From an optimization exercise on the open Yosys and OpenROAD flow, aimed at small area and a short achievable clock period; shortcuts taken in it are not production practice. At most, simulation tests tie the RTL to the original design; equivalence was not proved. No functional check of the RTL was part of run 1. Power figures rest on the tool's default switching activity, not on a simulated workload.

## flow/design.v (module list and top-level ports; edited modules follow where they fit)
// module red_ew_alu: 827 lines
module red_ew_alu (
    input  wire        clk,
    input  wire        rst,        
    input  wire        in_valid,
    input  wire [7:0]  op,
    input  wire [23:0] p0,
    input  wire [23:0] p1,
    input  wire [23:0] p2,
    input  wire [23:0] a,
    input  wire        a_ok,
    input  wire [23:0] b,
    input  wire        b_ok,
    input  wire [23:0] c,
    input  wire        c_ok,
    output reg         out_valid,
    output reg  [23:0] y,
    output reg         y_ok,
    output reg         nsat
);
  // ...
==> flow/flow/run.sh <==
#!/bin/bash
set -euo pipefail
bash standard.sh SETUP_SLACK_MARGIN=9 finish > standard.log 2>&1
==> flow/standard.sh <==
#!/bin/bash
# synth_recipe.tcl (not shown) runs the flow's synth.tcl, then flattens the netlist and writes it again
# the make line also repeats each setting of config.mk as NAME=value (left out here)
make -C /OpenROAD-flow-scripts/flow DESIGN_CONFIG=/design/flow/config.mk WORK_HOME=/design/flow/orfs CLKGATE_MAP_FILE= SYNTH_SCRIPT=/design/flow/synth_recipe.tcl "${@:-finish}"
==> flow/config.mk <==
export PLATFORM = sky130hd
export DESIGN_NAME = red_ew_alu
export DESIGN_NICKNAME = red_ew_alu
export VERILOG_FILES = /design/flow/design.v
export SDC_FILE = /design/flow/constraint.sdc
export NUM_CORES = 4
export LEC_CHECK = 0
export ABC_AREA = 1
export CAP_MARGIN = 20
export CORE_MARGIN = 2
export CORE_UTILIZATION = 40
export SLEW_MARGIN = 20
==> flow/constraint.sdc <==
create_clock -name core_clock -period 13.0 [get_ports {clk}]
set_input_delay 2.6000 -clock core_clock [delete_from_list [all_inputs] [get_ports {clk}]]
set_output_delay 2.6000 -clock core_clock [all_outputs]
set_load 0.01 [all_outputs]
==> summary.txt, run 1 <==
Run status: complete, no violations
Register area: 6060 µm²
Top cells by area, synth: dfxtp_1 20%, fa_1 15%, nand2_1 12%, xor2_1 9.6%, inv_1 7.2%
Mux cell area share after synthesis: 0.00170
Hold path depth: 0
CTS Buf Count: 34
Nets: 4872
CP max-delay cell: fa_2
Sequential share of cell area: 0.168
DRT iter0 DRCs: 2897
Die footprint: 77700 µm²
Comb power frac: 0.675
DR vias/cell: 5.56
Post-synthesis compound-gate area fraction: 0.150
Simple-gate share of the synthesized area: 0.220
CLK BUF: 43
Synth Area in XOR/XNOR: 0.107
WL met2: 50200 µm
Largest regs: csa_c_2: 47 flops, csa_s_2: 47 flops
Final WL: 114000 µm
Cell variety after synth: 60
Origin of the worst setup path: m_1[15]
Pwr Density: 198 nW/µm²
Worst reg2reg startpoint: m_1[15]
Met3 routed WL: 10200 µm
==> inputs of run 2 (changes only) <==
--- a/flow/design.v
+++ b/flow/design.v
@@ -90,18 +90,21 @@
         en_1 <= en_0;
         inv_1 <= inv_0;
         selx_1 <= selx_0;
         cl_1 <= cl_0;
         cv_1 <= cv_0;
         bl_1 <= bl_0;
         ct_1 <= ct_0;
     end
-    wire lt_lo = $signed(x_1) < $signed(m_1);     
-    wire lt_ab = $signed(x_1) < $signed(yy_1);    
+    wire signed [23:0] xs_1 = x_1;
+    wire signed [23:0] ms_1 = m_1;
+    wire signed [23:0] ys_1 = yy_1;
+    wire lt_lo = xs_1 < ms_1;     
+    wire lt_ab = xs_1 < ys_1;     
     wire eq_ab = x_1 == yy_1;
     wire [1:0] cc = lt_ab ? ct_1[5:4] : eq_ab ? ct_1[3:2] : ct_1[1:0];
     wire bt = ct_1[{|x_1, |yy_1}];
     reg  [23:0] yp_1;
     always @(*) begin
         if (cl_1)
             yp_1 = lt_lo ? m_1 : (!lt_ab && !eq_ab) ? yy_1 : x_1;
         else if (cv_1)
@@ -756,17 +759,18 @@
         sh_2 <= sh_1;
         ok_2 <= ok_1;
     end
     wire [47:0] sum_2 = csa_s_2 + csa_c_2;
     wire [47:0] sum_3 = sum_2;
     wire [23:0] yp_3 = yp_2;
     wire [4:0] sh_3 = sh_2;
     wire ok_3 = ok_2;
-    wire [48:0] ext = $signed({sum_3, 1'b0}) >>> sh_3;
+    wire signed [48:0] sum_ext = {sum_3, 1'b0};
+    wire signed [48:0] ext = sum_ext >>> sh_3;
     wire [23:0] lo_3  = ext[24:1];
     wire [23:0] hi    = ext[48:25];
     wire hz_3   = hi == 24'h000000;
     wire hm1_3  = hi == 24'hFFFFFF;
     wire h1_3   = hi == 24'h000001;
     wire hm2_3  = hi == 24'hFFFFFE;
     wire hneg_3 = sum_3[47];
     wire gd_3   = ext[0];
@@ -793,17 +797,17 @@
         h1_4 <= h1_3;
         hm2_4 <= hm2_3;
         hneg_4 <= hneg_3;
         gd_4 <= gd_3;
         st_4 <= st_3;
         yp_4 <= yp_3;
         ok_4 <= ok_3;
     end
-    wire signed [25:0] t = $signed({2'b00, lo_4}) + $signed({{2{yp_4[23]}}, yp_4}) + $signed({25'd0, gd_4});
+    wire [25:0] t = {2'b00, lo_4} + {{2{yp_4[23]}}, yp_4} + {25'd0, gd_4};
     wire tm1  = t[25];                 
     wire tp1  = ~t[25] & t[24];        
     wire t0   = ~t[25] & ~t[24];
     wire qz   = (t0 & hz_4)  | (tp1 & hm1_4) | (tm1 & h1_4);    
     wire qm1  = (t0 & hm1_4) | (tp1 & hm2_4) | (tm1 & hz_4);    
     wire fits = t[23] ? qm1 : qz;
     wire qneg = t0 ? hneg_4 : tp1 ? (hneg_4 & ~hm1_4) : (hneg_4 | hz_4);
     wire tie  = gd_4 & ~st_4;
==> summary.txt, run 2 <==
Run status: complete, no violations (unchanged)
CP peak stage delay: 560 ps (was 650 ps)
DP Worst Slack: 7020 ps (was 6990 ps)
CTS tree: built (unchanged)
Grt peak-use layer: met2 (unchanged)
Final WL: 111000 µm (was 114000 µm)
Clock period minus worst slack: 4000 ps (was 4030 ps)
DP HPWL: 78400 µm (was 80100 µm)
DRC: 0 (unchanged)
# setup viols final: 0 (unchanged)
Comb power frac: 0.664 (was 0.675)
Sequential fraction of the synthesis area: 0.199 (about the same)
Layout cell share with drive strength beyond 1: 0.0978 (was 0.105)
Largest regs: csa_c_2: 47 flops, csa_s_2: 47 flops (unchanged)
Met2 Resource Use GR: 0.434 (was 0.448)
CTS Buffer Depth: 3 (unchanged)
Reg-to-reg slack, setup: 9040 ps (was 8970 ps)
Starting Density: 0.404 (was 0.405)
Vias in the first global route: 27834 (was 28301)
Setup Skew: 35.0 ps (was 31.9 ps)
Startpoint Class: primary input (was flop)
Clock Power Share: 0.148 (was 0.142)
DR vias/cell: 5.50 (was 5.56)
Row count: 100 (unchanged)
Tot GR Track Use: 0.271 (was 0.282)
Register bit count reported by yosys: 300 (unchanged)
Number of synthesized flops with an enable pin: 0 (unchanged)
Clock sinks: 300 (unchanged)
Clock Latency Late Sink: 560 ps (about the same)
Synth async-reset ratio: 0 (unchanged)
Synth-to-layout area growth: 18.6% (was 19.2%)
CP bufs+invs: 4 (unchanged)
Routability Congestion: 0.966 (was 0.985)
Cell family with most CP delay: buffers and inverters (was adder cells)
Seq pwr share: 0.188 (was 0.183)
CORE AREA: 74600 µm² (unchanged)
Max Cap Viol: 0 (unchanged)
Worst min-delay path category: reg2reg (unchanged)
Die extent in y: 279 µm (about the same)
CP max-delay cell: clkdlybuf4s50_1 (was fa_2)
DRT iter0 DRCs: 3185 (was 2897)
Cell variety after synth: 62 (was 60)
Initial antenna violation count: 0 (was 8)
Net Sw Frac: 0.513 (was 0.516)
Synth cell count leaders: 920 x nand2_1, 608 x inv_1, 332 x xor2_1 (was 944 x nand2_1, 581 x inv_1, 331 x xor2_1)
Port buffer count: 161 (unchanged)
Worst Path Required: 13410 ps (was 13450 ps)
Post-synth top flop: dfxtp_1 (unchanged)
Pwr Density: 194 nW/µm² (was 198 nW/µm²)
Syn_nets: 4767 (was 4748)
GRT overflow: 0 (unchanged)
Worst-path clk slew: 60 ps (was 70 ps)
Setup tns final: 0 ps (unchanged)
LEAKAGE: 17.3 nW (was 17.4 nW)
Most frequent cells in the layout: 886 x nand2_1, 598 x inv_1, 330 x xor2_1, 306 x nand3_1, 280 x dfxtp_1 (was 915 x nand2_1, 569 x inv_1, 329 x xor2_1, 310 x nand3_1, 268 x dfxtp_1)
Slew headroom: 0.322 (was 0.395)
Final WS setup: 9000 ps (was 8970 ps)
Max frequency: 0.250 GHz (was 0.248 GHz)
Setup crit end kind: flop (unchanged)
H-Tree Depth: 2 (unchanged)
Via count: 29339 (was 29614)
Cts hold-fix bufs: 0 (unchanged)
Fin crit share: 0.308 (was 0.310)
Drt wl/cell: 20.8 µm (was 21.4 µm)
CTS root buf: clkbuf_16 (unchanged)
Switch Pwr: 3.56 mW (was 3.68 mW)
Maximum vdd ir drop: 0.0000967 V (was 0.000109 V)
Final core utilization: 0.480 (was 0.482)
Avg Inst Size Synth: 7.14 µm² (was 7.17 µm²)
ANT cells: 0 (was 3)
Yosys warning total: 1 (unchanged)
Critical-path cell list: clkdlybuf4s50_1, nor2_1, inv_1, nor2_4, nor2_4, inv_2, buf_12, nand2_1, o211ai_1 (was buf_12, inv_12, o21ai_4, clkbuf_16, o22ai_1, xor2_1, fa_1, fa_2, fa_2, fa_1, inv_2, fa_2)
Nets: 4880 (was 4872)
First-pass GRT wire length: 163000 µm (was 169000 µm)
Synthesized area: 30200 µm² (about the same)
Ports: 185 (unchanged)
Final slew viol count: 0 (unchanged)
Final hold vios: 0 (unchanged)
P_int: 3.38 mW (was 3.45 mW)
Post-synth top area cell: dfxtp_1 (unchanged)
Post-DRT Antenna Nets: 0 (unchanged)
Initial DRT Pass Iterations: 5 (was 6)
CTS Buf Count: 34 (unchanged)
Most frequent cell after synthesis: nand2_1 (unchanged)
M3 GR Usage: 0.0441 (was 0.0431)
RSZ-0062 raised after global routing: true (unchanged)
Post-synth top area share: 0.199 (about the same)
Largest net degree at the start of global routing: 59 (was 63)
Commonest non-fill, non-tap cell in the layout: nand2_1 (unchanged)
Synthesized netlist cell count: 4227 (was 4208)
GR Layer Usage met1: 0.362 (was 0.381)
Die X-Extent: 279 µm (about the same)
CP Max Fanout: 22 (was 17)
Slew @ Worst Pin: 1020 ps (was 905 ps)
Cell mode on critical path: nor2_4 (was fa_2)
Die footprint: 77600 µm² (was 77700 µm²)
Setup Crit Path Kind: in2reg (was reg2reg)
Worst Path Arrival: 4410 ps (was 4480 ps)
Top cells by area, synth: dfxtp_1 20%, fa_1 15%, nand2_1 11%, xor2_1 9.6%, inv_1 7.6% (was dfxtp_1 20%, fa_1 15%, nand2_1 12%, xor2_1 9.6%, inv_1 7.2%)
[run 2: changes by cell type after synthesis, sizes merged, moves of 4 or more]
| cell | change |
|---|---|
| a21oi | +20 |
| buf | -13 |
| clkbuf | +12 |
| inv | +17 |
| nand2 | -31 |
| nand3 | -8 |
| nor2 | +38 |
| o211ai | -46 |
| o21ai | +40 |
| or2 | -4 |
| xnor2 | -8 |
[run 2: path summary, 6_finish.rpt]
check                           startpoint     endpoint  cells past startpoint
worst min-delay path               yp_2[7]      yp_4[7]                      0
worst max register to register     m_1[15]  csa_s_2[23]                     14
worst max-delay path                 op[3]       m_1[5]                      9
worst min register to register     yp_2[7]      yp_4[7]                      0
[run 2: timing repair]
item,in CTS,in global routing
setup endpoints to repair,147,120
gates resized for setup,167,177
setup buffers,14,36
pin swaps,2,48
cloned,9,21
[run 2: area by class of cell]
type                            count  area, µm²
Timing Repair inverter              1       7.51
Clock inverter                     17        240
Sequential cell                   300       6050
Fill cell                        7467      38800
Inverter                          631       2520
Tap cell                          969       1210
Multi-Input combinational cell   3064      21500
Timing Repair Buffer              308       3300
Clock buffer                       43        955
[run 2: power by group through the flow]
| stage | registers, mW | logic, mW | clock network, mW |
|---|---|---|---|
| final | 1.30 | 4.60 | 1.03 |
| after global routing | 1.33 | 5.15 | 1.08 |
| after CTS | 1.31 | 4.43 | 1.05 |
| after detailed placement | 1.32 | 4.41 | 0 |
| after global placement | 1.32 | 4.38 | 0 |
| after floorplan | 1.30 | 3.10 | 0 |
[run 2: logic make-up after synthesis]
logic type | synth area share
and+or+nand+nor | 0.218
xor gates and xnor gates | 0.105
buffers and inverters | 0.110
adders and majority gates | 0.215
AOI/OAI and AO/OA | 0.151
DFF | 0.199
muxes | 0.000996
[run 2: per-layer routing]
| layer | vias up | share of wire |
|---|---|---|
| met5 | - | 0 |
| met3 | 320 | 0.088 |
| li1 | 13938 | - |
| met1 | 13659 | 0.41 |
| met2 | 1422 | 0.45 |
| met4 | 0 | 0.050 |
[run 2: per-stage QoR]
| step | power [mW] | instance area (µm²) | hold WS, ps | std cells |
|---|---|---|---|---|
| floorplan | 4.39 | 30200 | 310 | 4227 |
| global placement | 5.70 | 32600 | 310 | 5191 |
| detailed placement | 5.73 | 32600 | 312 | 5192 |
| CTS | 6.79 | 34500 | 317 | 5275 |
| global route | 7.56 | 35800 | 323 | 5333 |
| finish | 6.93 | 35800 | 324 | 5333 |
[run 2: worst reg2reg max path, stage by stage, from the launching register on]
cell and delay [ps]:
dfxtp_2 320, buf_12 140, inv_16 130, nand2_2 100, o21ai_4 110, buf_12 170
buf_4 210, o22ai_1 110, xor2_1 210, fa_1 490, fa_1 480, fa_1 410
fa_1 490, inv_1 50, fa_1 420
==> inputs of run 3 (changes only) <==
==> flow/flow/run.sh (replaced) <==
#!/bin/bash
set -euo pipefail
DU=$(make -s -C "$FLOW_HOME" DESIGN_CONFIG="$PWD/config.mk" print-DONT_USE_CELLS 2>make_print.log | sed -n 's/^DONT_USE_CELLS: //p')
case "$DU" in
  *sky130_fd_sc_hd__probe_p_8*) ;;
  *) echo "could not read the platform's DONT_USE_CELLS" >&2; exit 1 ;;
esac
DU="$DU sky130_fd_sc_hd__clkdlybuf4s15_1 sky130_fd_sc_hd__clkdlybuf4s15_2 sky130_fd_sc_hd__clkdlybuf4s18_1 sky130_fd_sc_hd__clkdlybuf4s18_2 sky130_fd_sc_hd__clkdlybuf4s25_1 sky130_fd_sc_hd__clkdlybuf4s25_2 sky130_fd_sc_hd__clkdlybuf4s50_1 sky130_fd_sc_hd__clkdlybuf4s50_2"
echo "DONT_USE_CELLS=$DU" > dont_use.txt
bash standard.sh SETUP_SLACK_MARGIN=9 "DONT_USE_CELLS=$DU" finish > standard.log 2>&1
--- a/flow/config.mk
+++ b/flow/config.mk
@@ -9,4 +9,6 @@
 export CAP_MARGIN = 20
 export CORE_MARGIN = 2
 export CORE_UTILIZATION = 40
+export CTS_CLUSTER_DIAMETER = 80
+export CTS_CLUSTER_SIZE = 20
 export SLEW_MARGIN = 20
==> summary.txt, run 3 <==
Cell family with most CP delay: adder cells (was buffers and inverters)
Cell mode on critical path: fa_1 (was nor2_4)
Final WL: 109000 µm (was 111000 µm)
Synthesized netlist cell count: 4227 (unchanged)
CTS root buf: clkbuf_16 (unchanged)
Maximum vdd ir drop: 0.000114 V (was 0.0000967 V)
Worst min-delay path category: reg2reg (unchanged)
Initial DRT Pass Iterations: 6 (was 5)
Run status: complete, no violations (unchanged)
Ports: 185 (unchanged)
Synth cell count leaders: 916 x nand2_1, 598 x inv_1, 332 x xor2_1 (was 920 x nand2_1, 608 x inv_1, 332 x xor2_1)
Setup Crit Path Kind: reg2reg (was in2reg)
Vias in the first global route: 27612 (was 27834)
Met2 Resource Use GR: 0.426 (was 0.434)
Max Cap Viol: 0 (unchanged)
Pwr Density: 193 nW/µm² (was 194 nW/µm²)
Final slew viol count: 0 (unchanged)
Most frequent cells in the layout: 874 x nand2_1, 591 x inv_1, 328 x xor2_1, 302 x nand3_1, 267 x dfxtp_1 (was 886 x nand2_1, 598 x inv_1, 330 x xor2_1, 306 x nand3_1, 280 x dfxtp_1)
DR vias/cell: 5.51 (was 5.50)
Die footprint: 77800 µm² (was 77600 µm²)
Register area: 6090 µm² (was 6050 µm²)
Setup tns final: 0 ps (unchanged)
Most frequent cell after synthesis: nand2_1 (unchanged)
Worst-path clk slew: 80 ps (was 60 ps)
Post-route insts no fill: 5344 (was 5333)
Post-DRT Antenna Nets: 0 (unchanged)
Register bit count reported by yosys: 300 (unchanged)
Area of the multi-input gates: 21700 µm² (was 21500 µm²)
CORE AREA: 74700 µm² (was 74600 µm²)
Grt peak-use layer: met2 (unchanged)
Nets: 4904 (was 4880)
CTS Buf Count: 24 (was 34)
Worst Path Arrival: 4500 ps (was 4410 ps)
Critical-path cell list: nand2_1, nand2_1, o21ai_4, buf_6, o22ai_2, xor2_2, fa_1, fa_1, fa_1, fa_1, inv_1, fa_1 (was clkdlybuf4s50_1, nor2_1, inv_1, nor2_4, nor2_4, inv_2, buf_12, nand2_1, o211ai_1)
# setup viols final: 0 (unchanged)
Initial antenna violation count: 1 (was 0)
Syn_nets: 4767 (unchanged)
Row count: 100 (unchanged)
Final hold vios: 0 (unchanged)
GR Layer Usage met1: 0.359 (was 0.362)
Starting Density: 0.405 (was 0.404)
Commonest non-fill, non-tap cell in the layout: nand2_1 (unchanged)
CP peak stage delay: 590 ps (was 560 ps)
Inst Count DP: 5191 (was 5192)
Slew headroom: 0.266 (was 0.322)
Setup Skew: 39.5 ps (was 35.0 ps)
Drt wl/cell: 20.4 µm (was 20.8 µm)
CTS tree: built (unchanged)
Cts hold-fix bufs: 0 (unchanged)
Yosys warning total: 1 (unchanged)
Avg Inst Size Synth: 7.15 µm² (was 7.14 µm²)
Port buffer count: 161 (unchanged)
LEAKAGE: 16.3 nW (was 17.3 nW)
Clock Latency Late Sink: 580 ps (was 560 ps)
Synthesized area: 30200 µm² (about the same)
Number of synthesized flops with an enable pin: 0 (unchanged)
Cell variety after synth: 64 (was 62)
First-pass GRT wire length: 162000 µm (was 163000 µm)
DRC: 0 (unchanged)
Clock period minus worst slack: 4080 ps (was 4000 ps)
Synth-to-layout area growth: 13.1% (was 18.6%)
Via count: 29467 (was 29339)
Top cells by area, synth: dfxtp_1 20%, fa_1 15%, nand2_1 11%, xor2_1 9.6%, inv_1 7.4% (was dfxtp_1 20%, fa_1 15%, nand2_1 11%, xor2_1 9.6%, inv_1 7.6%)
Die X-Extent: 279 µm (about the same)
Fill count: 7512 (was 7467)
Clock sinks: 300 (unchanged)
Tot GR Track Use: 0.268 (was 0.271)
GRT overflow: 0 (unchanged)
Setup crit end kind: flop (unchanged)
CP Max Fanout: 12 (was 22)
Max frequency: 0.245 GHz (was 0.250 GHz)
Post-synth top area share: 0.199 (about the same)
Layout cell share with drive strength beyond 1: 0.0990 (was 0.0978)
Startpoint Class: flop (was primary input)
DRT iter0 DRCs: 2886 (was 3185)
H-Tree Depth: 1 (was 2)
Post-synth top area cell: dfxtp_1 (unchanged)
CTS Buffer Depth: 3 (unchanged)
CP bufs+invs: 2 (was 4)
Slew @ Worst Pin: 1100 ps (was 1020 ps)
Largest net degree at the start of global routing: 49 (was 59)
Largest regs: csa_c_2: 47 flops, csa_s_2: 47 flops (unchanged)
Sequential fraction of the synthesis area: 0.199 (about the same)
CP max-delay cell: fa_1 (was clkdlybuf4s50_1)
M3 GR Usage: 0.0423 (was 0.0441)
Routability Congestion: 0.966 (unchanged)
RSZ-0062 raised after global routing: true (unchanged)
Worst Path Required: 13420 ps (was 13410 ps)
DP HPWL: 81300 µm (was 78400 µm)
Post-synth top flop: dfxtp_1 (unchanged)
Synth async-reset ratio: 0 (unchanged)
Fin crit share: 0.314 (was 0.308)
Die extent in y: 279 µm (about the same)
[run 3: changes by cell type after synthesis, sizes merged]
cell    previous run  this run
buf               57        65
clkbuf           179       171
clkinv             8         7
inv              623       624
[run 3: worst reg2reg max path, cell delays in order, from the launching register on]
cell,delay [ps]
dfxtp_4,390
nand2_1,150
nand2_1,150
o21ai_4,150
buf_6,250
o22ai_2,110
xor2_2,170
fa_1,590
fa_1,460
fa_1,400
fa_1,550
inv_1,80
fa_1,480
[run 3: cells by family (layout without fill, tap and decap cells)]
| logic type | after synthesis | count (layout) | synth area share |
|---|---|---|---|
| mux | 3 | 3 | 0.000993 |
| buf+inv | 867 | 1012 | 0.110 |
| simple gates | 1552 | 1554 | 0.220 |
| xor+xnor | 360 | 360 | 0.105 |
| fa+ha+maj | 382 | 382 | 0.215 |
| other cells | 0 | 1 | 0 |
| compound gates | 763 | 763 | 0.151 |
| flops | 300 | 300 | 0.199 |
[run 3: area by class of cell]
class / instances / area share
multi-input cells: 3062 / 0.635
flip-flops and latches: 300 / 0.178
inverters: 631 / 0.0725
repair buffers: 344 / 0.0563
well taps: 969 / 0.0355
clock buffers: 24 / 0.0176
clock inverters: 12 / 0.00476
repair inverters: 1 / 0.000220
diodes: 1 / 0.0000732
[run 3: path summary, 6_finish.rpt]
path,from,end,slack [ps],cells after the start
worst max-delay path,m_1[11],csa_s_2[27],8920,12
worst min-delay path,yp_2[15],yp_4[15],310,0
worst max register to register,m_1[11],csa_s_2[27],8920,12
worst min register to register,yp_2[15],yp_4[15],310,0
[run 3: through the flow]
step | total power [mW] | hold slack (ps) | setup slack [ps] | util | area, µm²
4_1_cts | 6.48 | 317 | 8980 | 0.443 | 33100
6_report | 6.59 | 314 | 8920 | 0.458 | 34200
5_1_grt | 7.21 | 324 | 8900 | 0.458 | 34200
3_5_place_dp | 5.68 | 312 | 7100 | 0.420 | 31400
3_3_place_gp | 5.64 | 310 | 7080 | 0.420 | 31400
2_1_floorplan | 4.42 | 310 | 9000 | - | 30300
[run 3: timing repair]
| item | in CTS | in global routing |
|---|---|---|
| setup endpoints to repair | 142 | 129 |
| pin swaps | 8 | 23 |
| cloned | 3 | 5 |
| setup buffers | 33 | 75 |
| resized for setup | 249 | 161 |
[run 3: layer usage]
metal  wire length [µm]  share of wire
met1              45400           0.42
met2              48100           0.44
met3               9650          0.089
met4               5670          0.052
met5                  0              0
[run 3: where the power goes]
part / leakage (nW) / internal, mW / switching, mW
clock: 0.364 / 0.355 / 0.377
combinational: 13.4 / 1.53 / 3.01
sequential: 2.51 / 1.19 / 0.128

-- re-timing with driven ports --
The flow's constraints put no driver on any port. The routed layouts listed below were extracted and timed again, unchanged, in two steps. Step 1, drivers: a clkbuf_16 drives clk and a buf_2 each remaining input, both assumed. Step 2 also shifts input and output timing later by t, the mid clock arrival at the registers, as if the neighbouring blocks saw the same clock. Slacks: ideal / step 1 / step 2; pairs: ideal / step 1.
run | t (ns) | setup slack, ns | worst setup path at the end | worst slew at a driven data input, ns
run 1 | 0.601 | 8.966 / 8.966 / 8.501 | input to register | 0.06
run 2 | 0.615 | 8.997 / 9.034 / 8.420 | input to register | 0.06
run 3 | 0.627 | 8.923 / 8.923 / 8.555 | input to register | 0.05
After both steps setup and hold are still met in every run listed. For run 2, which loses most, drivers alone change the setup slack by +0.037 ns; drivers and shift together by -0.577 ns.
